From an optimization exercise on the open Yosys and OpenROAD flow, aimed at small area, a short achievable clock period and few clock cycles per item; shortcuts taken in it are not production practice.
Only simulation tests tie the RTL to the original design; equivalence was not proved.
Power and IR drop assume default switching activity.

// fpu32
module fpu32 (
    input  wire        clk,
    input  wire        rst,
    input  wire        in_valid,
    input  wire [3:0]  in_op,
    input  wire [1:0]  in_rm,
    input  wire        in_cnan,
    input  wire [31:0] in_a,
    input  wire [31:0] in_b,
    input  wire [31:0] in_c,
    output wire        out_valid,
    output wire [31:0] out_result,
    output wire [4:0]  out_flags
);
    localparam C0 = 1;   
    localparam C1 = 1;   
    localparam C2 = 1;   
    localparam C3 = 1;   
    localparam C4 = 1;   
    localparam C5 = 1;   
    localparam C6 = 1;   
    localparam [3:0] OP_FADD = 4'h0, OP_FSUB = 4'h1, OP_FMUL = 4'h2,
                     OP_FMA  = 4'h5, OP_FMS  = 4'h6, OP_FMAX = 4'h8,
                     OP_FNEG = 4'h9, OP_FABS = 4'hA;
    localparam [1:0] RNE = 2'd0, RTZ = 2'd1, RDN = 2'd2, RUP = 2'd3;
    localparam [31:0] DEFAULT_NAN = 32'h7FC0_0000;
    localparam [31:0] ONE         = 32'h3F80_0000;
    localparam NST = C0 + C1 + C2 + C3 + C4 + C5 + C6;
    reg [NST-1:0] vpipe;
    always @(posedge clk) begin
        if (rst) vpipe <= {NST{1'b0}};
        else     vpipe <= {vpipe[NST-2:0], in_valid};
    end
    assign out_valid = vpipe[NST-1];
    wire [3:0]  op;
    wire [1:0]  rm0;
    wire        cnan;
    wire [31:0] a, b, c;
    wire        za, zb, zc;      
    wire [8:0]  sab, dab;        
    wire [7:0]  in_ea = {in_a[30:24], in_a[23] | (in_a[30:23] == 8'd0)};
    wire [7:0]  in_eb = {in_b[30:24], in_b[23] | (in_b[30:23] == 8'd0)};
    generate if (C0) begin : g_c0
        reg [3:0]  q_op;
        reg [1:0]  q_rm;
        reg        q_cnan;
        reg [31:0] q_a, q_b, q_c;
        reg        q_za, q_zb, q_zc;
        reg  [8:0] q_sab, q_dab;
        always @(posedge clk) begin
            q_sab <= {1'b0, in_ea} + {1'b0, in_eb};
            q_dab <= {1'b0, in_ea} - {1'b0, in_eb};
            q_op <= in_op; q_rm <= in_rm; q_cnan <= in_cnan;
            q_a <= in_a; q_b <= in_b; q_c <= in_c;
            q_za <= (in_a[30:23] == 8'd0);
            q_zb <= (in_b[30:23] == 8'd0);
            q_zc <= (in_c[30:23] == 8'd0);
        end
  ...
==> flow/config.mk <==
export PLATFORM = sky130hd
export DESIGN_NAME = fpu32
export DESIGN_NICKNAME = fpu32
export VERILOG_FILES = /design/flow/design.v
export SDC_FILE = /design/flow/constraint.sdc
export NUM_CORES = 4
export LEC_CHECK = 0
export CAP_MARGIN = 20
export CORE_MARGIN = 2
export CORE_UTILIZATION = 40
export PLACE_DENSITY = 0.75
export SLEW_MARGIN = 20
==> flow/constraint.sdc <==
create_clock -name core_clock -period 11.5 [get_ports {clk}]
set_input_delay 2.3000 -clock core_clock [delete_from_list [all_inputs] [get_ports {clk}]]
set_output_delay 2.3000 -clock core_clock [all_outputs]
set_load 0.01 [all_outputs]
standard.sh (not shown) runs the stock make flow with config.mk's settings and CLKGATE_MAP_FILE= SYNTH_SCRIPT=/design/flow/synth_recipe.tcl, a recipe that flattens the netlist after the stock synthesis.
==> flow/flow/run.sh <==
#!/bin/bash
# Layout flow: the standard synthesis unchanged, then the standard ORFS
# layout steps with a larger setup margin for the resizer's timing repair,
# so that it keeps improving paths well below the 11.5 ns clock.
set -euo pipefail
MARGIN=$(cat flow/margin.txt)
bash standard.sh synth > synth.log 2>&1
bash standard.sh SETUP_SLACK_MARGIN=$MARGIN finish > layout.log 2>&1
==> flow/flow/margin.txt <==
7.5
Testbench counts at the start, summed over its fixed seeds: cycles 16,056, items 16,000.
Then changed:
--- a/flow/config.mk
+++ b/flow/config.mk
@@ -6,7 +6,7 @@
 export NUM_CORES = 4
 export LEC_CHECK = 0
+export ABC_AREA = 1
 export CAP_MARGIN = 20
 export CORE_MARGIN = 2
 export CORE_UTILIZATION = 40
-export PLACE_DENSITY = 0.75
 export SLEW_MARGIN = 20
What happened: The new run produced a clean layout. Clock-buffer cell count goes down by 5. Clock power came out higher by a few percent. Worst setup slack improves by 0.15 ns. Power drops slightly. Combinational power hardly moves. Non-clock buffer count drops by 10. Via count went up by a little under a tenth. Design area climbs by a few percent. Hold slack is better by 0.0047 ns.
Then changed:
--- a/flow/config.mk
+++ b/flow/config.mk
@@ -6,7 +6,8 @@
 export NUM_CORES = 4
 export LEC_CHECK = 0
-export ABC_AREA = 1
 export CAP_MARGIN = 20
 export CORE_MARGIN = 2
 export CORE_UTILIZATION = 40
+export CTS_CLUSTER_DIAMETER = 100
+export CTS_CLUSTER_SIZE = 25
 export SLEW_MARGIN = 20
=> Setup slack gets worse by 0.0056 ns; clock skew rose by 0.0035 ns; design area fell by about 6%; worst hold slack gets better by 0.013 ns; die area fell by 2.9%.
Then changed:
--- a/flow/config.mk
+++ b/flow/config.mk
@@ -9,5 +9,3 @@
 export CORE_MARGIN = 2
 export CORE_UTILIZATION = 40
-export CTS_CLUSTER_DIAMETER = 100
-export CTS_CLUSTER_SIZE = 25
 export SLEW_MARGIN = 20
Outcome: The changed run ran to the end with no violations. Setup slack gets worse by 0.035 ns. Hold slack gets worse by 0.018 ns. Sequential cell count does not change.
Then changed:
--- a/flow/config.mk
+++ b/flow/config.mk
@@ -9,3 +9,5 @@
 export CORE_MARGIN = 2
 export CORE_UTILIZATION = 40
+export CTS_CLUSTER_DIAMETER = 100
+export CTS_CLUSTER_SIZE = 30
 export SLEW_MARGIN = 20
The new run passed the timing, design-rule and antenna checks.
Worst setup slack gains 0.023 ns.
Design area went down by 2.9%.
Core utilization went down by 1.3 points.
Clock skew grows by 0.017 ns.
Non-clock buffer count came out higher by 1.
Area after synthesis is unchanged.
Critical path depth decreases by 2.
Then changed:
==> flow/flow/margin.txt (replaced) <==
7.6
--- a/flow/config.mk
+++ b/flow/config.mk
@@ -10,4 +10,4 @@
 export CORE_UTILIZATION = 40
 export CTS_CLUSTER_DIAMETER = 100
-export CTS_CLUSTER_SIZE = 30
+export CTS_CLUSTER_SIZE = 25
 export SLEW_MARGIN = 20
Outcome:
- sequential share of layout area fell by 0.13 points
- power rose by 0.98%
- core utilization rose by 0.34 points
- cell count rose by 0.33%
- cell area rose by 0.77%
- non-clock buffer count rose by 20
- routed wire length fell by 1.5%
- critical path depth stays the same

========
== rev 12 ==
Another version of the RTL of fpu32 (not shown whole).
Size: about 630 flip-flops, about 140 I/O pins, about 49,000 µm² of cells after synthesis.
==> flow/design.v (excerpt) <==
module fpu32 (
    input  wire        clk,
    input  wire        rst,
    input  wire        in_valid,
    input  wire [3:0]  in_op,
    input  wire [1:0]  in_rm,
    input  wire        in_cnan,
    input  wire [31:0] in_a,
    input  wire [31:0] in_b,
    input  wire [31:0] in_c,
    output wire        out_valid,
    output wire [31:0] out_result,
    output wire [4:0]  out_flags
);
    localparam [3:0] OP_FADD = 4'h0, OP_FSUB = 4'h1, OP_FMUL = 4'h2,
                     OP_FMA  = 4'h5, OP_FMS  = 4'h6, OP_FMAX = 4'h8,
                     OP_FNEG = 4'h9, OP_FABS = 4'hA;
    localparam [1:0] RNE = 2'd0, RTZ = 2'd1, RDN = 2'd2, RUP = 2'd3;
    localparam [31:0] DEFAULT_NAN = 32'h7FC0_0000;
    localparam [31:0] ONE         = 32'h3F80_0000;
    localparam C3 = 1, C4 = 1, C5 = 1, C6 = 1;
    localparam NST = 2 + C3 + C4 + C5 + C6;
    reg [NST-1:0] vpipe;
    always @(posedge clk) begin
        if (rst) vpipe <= {NST{1'b0}};
        else     vpipe <= {vpipe[NST-2:0], in_valid};
    end
  ...
clock: 11.5 ns
lec_check: 0
cap_margin: 20
core_margin: 2
core_utilization: 50
cts_cluster_diameter: 100
cts_cluster_size: 25
slew_margin: 20
==> flow/flow/margin.txt <==
7.5
Scripts as last shown in full above: flow/flow/run.sh
Testbench counts of rev 12, summed over its fixed seeds: cycles 16,048, items 16,000.
--- input diff rev 12..rev 13 ---
diff --git a/flow/config.mk b/flow/config.mk
--- a/flow/config.mk
+++ b/flow/config.mk
@@ -10 +10 @@
-export CORE_UTILIZATION = 50
+export CORE_UTILIZATION = 40
[summary]
- Comparing rev 12 and rev 13, the lower final non-filler cell area is on rev 12.
- Rev 13 — aggregate routed wire length 8100 µm higher, rev 12 as reference
- Going from rev 12 to rev 13, portion of total power attributed to the clock network went up by 0.4 points, deepest level of the CTS H-tree was more or less identical.

========
fpu32 with an RTL version that a note above also has.
Size in the first run: about 5600 cells after synthesis, roughly 140 I/O pins.
==> flow/config.mk <==
export PLATFORM = sky130hd
export DESIGN_NAME = fpu32
export DESIGN_NICKNAME = fpu32
export VERILOG_FILES = /design/flow/design.v
export SDC_FILE = /design/flow/constraint.sdc
export NUM_CORES = 4
export LEC_CHECK = 0
export CAP_MARGIN = 20
export CORE_MARGIN = 2
export CORE_UTILIZATION = 40
export CTS_CLUSTER_DIAMETER = 100
export CTS_CLUSTER_SIZE = 20
export SLEW_MARGIN = 20
==> flow/constraint.sdc <==
create_clock -name core_clock -period 11.5 [get_ports {clk}]
set_input_delay 2.3000 -clock core_clock [delete_from_list [all_inputs] [get_ports {clk}]]
set_output_delay 2.3000 -clock core_clock [all_outputs]
set_load 0.01 [all_outputs]
Scripts as last shown in full above: flow/flow/run.sh, flow/flow/margin.txt
Testbench counts at the start, summed over its fixed seeds: cycles 16,056, items 16,000.
Edit:
CAP_MARGIN = 5   (was 20)
CTS_CLUSTER_DIAMETER = not set   (was 100)
CTS_CLUSTER_SIZE = not set   (was 20)
SLEW_MARGIN = 5   (was 20)
Effect:
- worst setup slack is about the same
- final cell count grows slightly
- final area grows by a few percent
- wire length grows slightly

========
## quartz
RTL: one of the versions met above, not the one the previous note started from.
For scale: about 5,600 cells after synthesis, roughly 630 flip-flops, roughly 140 I/O pins.
clock: 11.5 ns
lec_check: 0
cap_margin: 20
core_margin: 2
core_utilization: 50
cts_cluster_diameter: 100
cts_cluster_size: 25
gpl_routability_driven: 0
slew_margin: 20
Scripts as last shown in full above: flow/flow/run.sh, flow/flow/margin.txt
quartz finished every step from synthesis to the final layout, and the layout passed the timing, design-rule and antenna checks.
Testbench counts of quartz, summed over its fixed seeds: cycles 16,048, items 16,000.
For onyx, these inputs were changed with respect to quartz:
==> flow/flow/margin.txt <==
7.4
diff --git a/flow/config.mk b/flow/config.mk
--- a/flow/config.mk
+++ b/flow/config.mk
@@ -8,7 +8,6 @@
 export CAP_MARGIN = 20
 export CORE_MARGIN = 2
-export CORE_UTILIZATION = 50
+export CORE_UTILIZATION = 40
 export CTS_CLUSTER_DIAMETER = 100
 export CTS_CLUSTER_SIZE = 25
-export GPL_ROUTABILITY_DRIVEN = 0
 export SLEW_MARGIN = 20
==> comparison <==
Setup slack in onyx is smaller than in quartz.
Cmp onyx and quartz / clock period minus final worst setup slack / lower: quartz
Relative to quartz, onyx improves first-iteration DRC count.
onyx vs. quartz: total power went up by about 0.45%.
The following lists how cedar was set up differently from onyx:
==> flow/flow/margin.txt <==
7.5
diff --git a/flow/config.mk b/flow/config.mk
--- a/flow/config.mk
+++ b/flow/config.mk
@@ -11,3 +11,4 @@
 export CTS_CLUSTER_DIAMETER = 100
 export CTS_CLUSTER_SIZE = 25
+export GPL_ROUTABILITY_DRIVEN = 0
 export SLEW_MARGIN = 20
[cedar vs onyx] final area: higher in cedar
Going from onyx to cedar, routed wire length shrank slightly.
Diff onyx -> cedar: number of register bits inferred by synthesis did not really move; combinational share of power went down.

========
pepper:
Another version of the RTL of fpu32 (not shown whole).
For scale: ~5300 cells after synthesis, about 680 flip-flops.
// fpu32
module fpu32 (
    input  wire        clk,
    input  wire        rst,
    input  wire        in_valid,
    input  wire [3:0]  in_op,
    input  wire [1:0]  in_rm,
    input  wire        in_cnan,
    input  wire [31:0] in_a,
    input  wire [31:0] in_b,
    input  wire [31:0] in_c,
    output wire        out_valid,
    output wire [31:0] out_result,
    output wire [4:0]  out_flags
);
clock: 11.5 ns
lec_check: 0
cap_margin: 20
core_margin: 2
core_utilization: 40
slew_margin: 20
==> flow/flow/margin.txt <==
7.7
Scripts as last shown in full above: flow/flow/run.sh
pepper closes out successfully: all stages finished, all timing, DRC and antenna checks passed.
Testbench counts of pepper, summed over its fixed seeds: cycles 16,056, items 16,000.
The following lists how garnet was set up differently from pepper:
==> flow/flow/margin.txt <==
7.5
[summary]
Looking at the reports, garnet completed the entire flow and the layout it produced met the timing, design-rule and antenna checks.
Compared with pepper, garnet degrades final worst slack.
Clock latency on the worst-skew pair essentially unchanged between garnet and pepper.
Sort garnet and pepper by combinational power desc -> top: pepper
On setup skew after layout, garnet does better than pepper.
Between garnet and pepper, total chip power is higher for pepper, garnet comes in under that.
garnet supports a lower top clock frequency than pepper.
garnet gives more time the worst path needs with I/O delays and setup than pepper did.
Critical path depth was lower in the run labelled pepper.
Between garnet and pepper, the cell area reported after detailed placement does not differ in any meaningful way.
diff inputs: garnet => fjord
- an added CTS_CLUSTER_SIZE of 20
- an added CTS_BUF_LIST of sky130_fd_sc_hd__clkbuf_8
Notes after the runs:
Taking garnet as the reference, in fjord share of the core filled with cells in the final layout went down by 0.22 points, combinational share of power went up by 0.8 points, setup slack went down by 0.024 ns.

========
RTL: one of the versions met above, not the one the previous note started from.
Size in the first run: ~140 I/O pins, about 0.049 mm^2 of cells after synthesis.
// fpu32
module fpu32 (
    input  wire        clk,
    input  wire        rst,
    input  wire        in_valid,
    input  wire [3:0]  in_op,
    input  wire [1:0]  in_rm,
    input  wire        in_cnan,
    input  wire [31:0] in_a,
    input  wire [31:0] in_b,
    input  wire [31:0] in_c,
    output wire        out_valid,
    output wire [31:0] out_result,
    output wire [4:0]  out_flags
);
    localparam [3:0] OP_FADD = 4'h0, OP_FSUB = 4'h1, OP_FMUL = 4'h2,
                     OP_FMA  = 4'h5, OP_FMS  = 4'h6, OP_FMAX = 4'h8,
                     OP_FNEG = 4'h9, OP_FABS = 4'hA;
    localparam [1:0] RNE = 2'd0, RTZ = 2'd1, RDN = 2'd2, RUP = 2'd3;
    localparam [31:0] DEFAULT_NAN = 32'h7FC0_0000;
    localparam [31:0] ONE         = 32'h3F80_0000;
    localparam C3 = 1, C4 = 1, C5 = 1, C6 = 1;
    localparam NST = 2 + C3 + C4 + C5 + C6;
    reg [NST-1:0] vpipe;
    always @(posedge clk) begin
        if (rst) vpipe <= {NST{1'b0}};
        else     vpipe <= {vpipe[NST-2:0], in_valid};
    end
    assign out_valid = vpipe[NST-1];
    wire op_addsub = (in_op == OP_FADD) || (in_op == OP_FSUB);
    wire op_mul    = (in_op == OP_FMUL);
    wire op_fmas   = (in_op == OP_FMA) || (in_op == OP_FMS);
    wire is_arith  = op_addsub || op_mul || op_fmas;
    wire z_neg     = (in_op == OP_FSUB) || (in_op == OP_FMS);
    wire za = (in_a[30:23] == 8'd0);
    wire zb = (in_b[30:23] == 8'd0);
    wire zc = (in_c[30:23] == 8'd0);
    wire [7:0] ea0 = {in_a[30:24], in_a[23] | za};
    wire [7:0] eb0 = {in_b[30:24], in_b[23] | zb};
    wire [31:0] y0 = op_addsub ? ONE : in_b;
  ...
==> flow/config.mk <==
export PLATFORM = sky130hd
export DESIGN_NAME = fpu32
export DESIGN_NICKNAME = fpu32
export VERILOG_FILES = /design/flow/design.v
export SDC_FILE = /design/flow/constraint.sdc
export NUM_CORES = 4
export LEC_CHECK = 0
export CAP_MARGIN = 20
export CORE_MARGIN = 2
export CORE_UTILIZATION = 45
export CTS_CLUSTER_DIAMETER = 100
export CTS_CLUSTER_SIZE = 25
export GPL_ROUTABILITY_DRIVEN = 0
export SLEW_MARGIN = 20
==> flow/constraint.sdc <==
create_clock -name core_clock -period 11.5 [get_ports {clk}]
set_input_delay 2.3000 -clock core_clock [delete_from_list [all_inputs] [get_ports {clk}]]
set_output_delay 2.3000 -clock core_clock [all_outputs]
set_load 0.01 [all_outputs]
==> flow/flow/margin.txt <==
7.5
Scripts as last shown in full above: flow/flow/run.sh
The baseline ran to the end with no violations.
Testbench counts at the start, summed over its fixed seeds: cycles 16,048, items 16,000.
Change:
--- a/flow/config.mk
+++ b/flow/config.mk
@@ -10 +10 @@
-export CORE_UTILIZATION = 45
+export CORE_UTILIZATION = 55
@@ -13 +12,0 @@
-export GPL_ROUTABILITY_DRIVEN = 0
Clock-buffer cell count rose by 1.
Register-to-register slack stays flat.
Synthesized cell count does not change.
Routed wire length goes up by a few percent.

[static timing again, ports no longer ideal]
The results above use ideal ports. As a check the final layouts listed here were re-extracted and re-timed, cells and wires unchanged. Step 1 sets driving cells, clkbuf_16 on the clock port and buf_2 on the other inputs (assumed; they add their load-dependent delay and slew). Step 2 adds t to the input delays and takes it off the output delays; t is the mean of the earliest and latest rising clock arrival at the registers after step 1. Input paths then give back, and output paths get back, about the clock's delay inside the block. Three values: ideal, step 1, step 2; two values: the first two.
| run | t, ns | setup WS [ns] | hold slack, ns | pins driven straight from the clock port |
|---|---|---|---|---|
| the first run of note 1 | 0.755 | 7.412 / 7.412 / 6.765 | 0.316 / 0.316 / 0.316 | 1 |
| the second run of note 1 | 0.770 | 7.557 / 7.526 / 6.837 | 0.321 / 0.321 / 0.321 | 1 |
| the third run of note 1 | 0.713 | 7.552 / 7.536 / 6.880 | 0.334 / 0.334 / 0.334 | 1 |
| the fourth run of note 1 | 0.756 | 7.517 / 7.479 / 6.809 | 0.316 / 0.316 / 0.316 | 1 |
| the fifth run of note 1 | 0.718 | 7.540 / 7.510 / 6.867 | 0.330 / 0.330 / 0.330 | 1 |
| the sixth run of note 1 | 0.714 | 7.531 / 7.553 / 6.841 | 0.329 / 0.329 / 0.329 | 1 |
| rev 12 | 0.714 | 7.522 / 7.522 / 6.921 | 0.332 / 0.332 / 0.332 | 1 |
| rev 13 | 0.709 | 7.559 / 7.559 / 6.929 | 0.331 / 0.331 / 0.331 | 1 |
| the first run of note 3 | 0.743 | 7.485 / 7.485 / 6.856 | 0.330 / 0.330 / 0.330 | 1 |
| the second run of note 3 | 0.763 | 7.485 / 7.492 / 6.779 | 0.320 / 0.320 / 0.320 | 1 |
| quartz | 0.678 | 7.567 / 7.567 / 6.992 | 0.332 / 0.332 / 0.332 | 1 |
| onyx | 0.695 | 7.446 / 7.446 / 6.855 | 0.333 / 0.333 / 0.333 | 1 |
| cedar | 0.682 | 7.481 / 7.527 / 6.845 | 0.333 / 0.333 / 0.333 | 1 |
| pepper | 0.736 | 7.513 / 7.513 / 7.513 | 0.324 / 0.324 / 0.324 | 1 |
| garnet | 0.733 | 7.482 / 7.482 / 7.482 | 0.318 / 0.318 / 0.318 | 1 |
| fjord | 0.863 | 7.457 / 7.457 / 7.457 | 0.321 / 0.321 / 0.321 | 1 |
| the first run of note 6 | 0.707 | 7.504 / 7.523 / 6.849 | 0.332 / 0.332 / 0.332 | 1 |
| the second run of note 6 | 0.669 | 7.533 / 7.533 / 6.994 | 0.333 / 0.333 / 0.333 | 1 |
After both steps every run listed still meets setup and hold. For the second run of note 1, which loses most, drivers alone change the setup slack by -0.031 ns; drivers and shift together by -0.720 ns.
